Context: an optimization exercise on an open-source flow, tuned for small area, a short achievable clock period and few clock cycles per item. The choices shown serve that exercise and are no tape-out recipe.
Only simulation tests tie the RTL to the original design; equivalence was not proved.

## sha256_core
module sha256_core (
    input  wire         clk,
    input  wire         rst,         
    input  wire         in_valid,
    output wire         in_ready,
    input  wire         first,       
    input  wire [511:0] block,
    output reg          out_valid,
    output wire [255:0] digest
);
    localparam [31:0] IV0 = 32'h6a09e667, IV1 = 32'hbb67ae85, IV2 = 32'h3c6ef372, IV3 = 32'ha54ff53a,
                      IV4 = 32'h510e527f, IV5 = 32'h9b05688c, IV6 = 32'h1f83d9ab, IV7 = 32'h5be0cd19;
    reg        busy;
    reg  [5:0] c;
    reg        cur_valid;    
    reg        pend;         
    reg        fill_ok;      
    reg        fr;           
    reg        frn;          
    reg        z0;           
    reg        rdy;          
    wire c_is48 = (c == 6'd48);
    wire c_is62 = (c == 6'd62);
    wire c_is63 = (c == 6'd63);
    wire fill   = (c[5:4] == 2'b11);
    assign in_ready = rdy;
    wire   acc      = in_valid & in_ready & ~rst;
    always @(posedge clk) begin
        if (rst) begin
            busy      <= 1'b0;
            c         <= 6'd48;
            cur_valid <= 1'b0;
            pend      <= 1'b0;
            fr        <= 1'b0;
            z0        <= 1'b0;
            rdy       <= 1'b0;
            out_valid <= 1'b0;
        end else begin
            out_valid <= z0 & cur_valid;
            z0        <= busy & c_is63;
            rdy       <= busy & c_is62 & fill_ok & in_valid;
            if (!busy) begin
                c <= {3'b110, c[2:0] + 3'd1};
                if (in_valid & c_is48) begin
  ...
Size: roughly 5,400 cells after synthesis, ~770 I/O pins.
==> flow/config.mk <==
export PLATFORM = sky130hd
export DESIGN_NAME = sha256_core
export DESIGN_NICKNAME = sha256_core
export VERILOG_FILES = /design/flow/design.v
export SDC_FILE = /design/flow/constraint.sdc
export NUM_CORES = 4
export LEC_CHECK = 0
export CAP_MARGIN = 20
export CORE_MARGIN = 2
export CORE_UTILIZATION = 45
export CTS_BUF_LIST = sky130_fd_sc_hd__clkbuf_8
export CTS_CLUSTER_DIAMETER = 70
export CTS_CLUSTER_SIZE = 14
export PLACE_DENSITY = 0.65
export SETUP_SLACK_MARGIN = 4
export SLEW_MARGIN = 20
==> flow/constraint.sdc <==
create_clock -name core_clock -period 9.0 [get_ports {clk}]
set_input_delay 1.8000 -clock core_clock [delete_from_list [all_inputs] [get_ports {clk}]]
set_output_delay 1.8000 -clock core_clock [all_outputs]
set_load 0.01 [all_outputs]
standard.sh (not shown) runs the stock make flow with config.mk's settings and CLKGATE_MAP_FILE= SYNTH_SCRIPT=/design/flow/synth_recipe.tcl, a recipe that flattens the netlist after the stock synthesis.
==> flow/flow/run.sh <==
#!/bin/bash
set -e
export BUFFER_PORTS_ARGS="-buffer_cell sky130_fd_sc_hd__buf_1"
bash standard.sh MATCH_CELL_FOOTPRINT=0 finish > standard.log 2>&1
The first run passed the timing, DRC and antenna checks.
Testbench counts at the start, summed over its fixed seeds: cycles 82,064, items 1,280.
Edit:
SETUP_SLACK_MARGIN = 4.25   (was 4)
Effect: Wire length is higher slightly. Setup slack gets better by 0.22 ns. Die area stays the same. Final cell count is higher slightly. Sequential share of layout area is lower by 0.52 points. Synthesized cell count stays the same. Synthesized area does not change.
Edit:
CORE_UTILIZATION = 50   (was 45)
CTS_CLUSTER_DIAMETER = default   (was 70)
CTS_CLUSTER_SIZE = default   (was 14)
PLACE_DENSITY = 0.7   (was 0.65)
SETUP_SLACK_MARGIN = 4   (was 4.25)
=>
- The new run passed the timing, DRC and antenna checks
- sequential share of layout area is lower by 0.93 points
- cell count is lower slightly
- routed wire length is lower by a few percent
- non-clock buffer count is lower by 12
- global-route usage is higher by 3.3 points
- register-to-register slack is worse by 0.17 ns
- fmax is lower by a few percent
- utilization is higher by 7.2 points

========
v20:
Another version of the RTL of sha256_core (not shown whole).
Size in the first run: about 5,300 cells after synthesis, roughly 1,100 flip-flops, roughly 770 I/O pins, about 56,000 sq um of cells after synthesis.
clock: 9.0 ns
lec_check: 0
cap_margin: 20
core_margin: 2
core_utilization: 45
cts_buf_list: sky130_fd_sc_hd__clkbuf_8
place_density: 0.65
setup_slack_margin: 3.5
slew_margin: 20
Scripts as last shown in full above: flow/flow/run.sh
v20: done, clean on timing, DRC and antenna
Testbench counts of v20, summed over its fixed seeds: cycles 82,064, items 1,280.
Here is what was changed in the inputs of v2 compared with v20.
- swapping 3.5 for 4 in SETUP_SLACK_MARGIN
-- flow/flow/run.sh --
<<< v20, line 4
bash standard.sh MATCH_CELL_FOOTPRINT=0 finish > standard.log 2>&1
>>> v2, line 4
bash standard.sh > standard.log 2>&1
Findings:
Post-route minimum period, v2 and v20: larger value in v20
The flow did not stop early for v2: all stages ran, and the layout cleared the timing, DRC and antenna checks.
The length of routed met3 wiring of v2 is lower than that of v20.

========
## before
RTL: one of the versions met above, not the one the previous note started from.
Size: roughly 1100 flip-flops, roughly 770 I/O pins, about 0.054 sq mm of cells after synthesis.
Settings: LEC_CHECK=0, CAP_MARGIN=20, CORE_MARGIN=2, CORE_UTILIZATION=45, CTS_BUF_LIST=sky130_fd_sc_hd__clkbuf_8, CTS_CLUSTER_SIZE=20, PLACE_DENSITY=0.65, SETUP_SLACK_MARGIN=4, SLEW_MARGIN=20; clock period 9.0 ns.
==> flow/flow/run.sh <==
#!/bin/bash
set -e
export BUFFER_PORTS_ARGS="-buffer_cell sky130_fd_sc_hd__buf_1"
bash standard.sh MATCH_CELL_FOOTPRINT=0 finish > standard.log 2>&1
Testbench counts of before, summed over its fixed seeds: cycles 82,064, items 1,280.
What after does differently from before at the input level:
- CTS_CLUSTER_SIZE changed from 20 to 14
- CTS_CLUSTER_DIAMETER newly set to 70
- SETUP_SLACK_MARGIN changed from 4 to 4.5
==> summary.txt <==
- The total of clock buffers placed in the layout in before is 2.4 times that in after.
- From before to after the numbers moved as follows: wire length has decreased; count of plain and timing-repair buffers up 76.

## separate check: timing with driven ports
No port has a modelled driver above. Below, the same layouts with a new extraction and two added sets of constraints.
Step 1 (the two cells are an assumption about what drives the block):
set clk [get_ports {clk}]
set_driving_cell -lib_cell sky130_fd_sc_hd__clkbuf_16 $clk
set_driving_cell -lib_cell sky130_fd_sc_hd__buf_2 [delete_from_list [all_inputs] $clk]
Step 2, shift: input delay + t, output delay - t, t = (earliest + latest rising clock arrival at the registers) / 2. This alone moves slack from input paths to output paths.
a / b / c = ideal ports / drivers / drivers and shift; a / b = the first two.
run | t (ns) | setup slack, ns | cell pins on the clock port's net
the first run of note 1 | 0.865 | 4.015 / 4.015 / 4.015 | 1
the second run of note 1 | 0.921 | 4.232 / 4.232 / 4.232 | 1
the third run of note 1 | 0.925 | 4.060 / 4.060 / 4.060 | 1
v20 | 0.990 | 3.566 / 3.566 / 3.566 | 1
v2 | 1.003 | 3.984 / 3.984 / 3.984 | 1
before | 0.967 | 4.083 / 4.083 / 4.083 | 1
after | 0.879 | 4.321 / 4.321 / 4.321 | 1
After both steps every run listed still meets setup and hold.
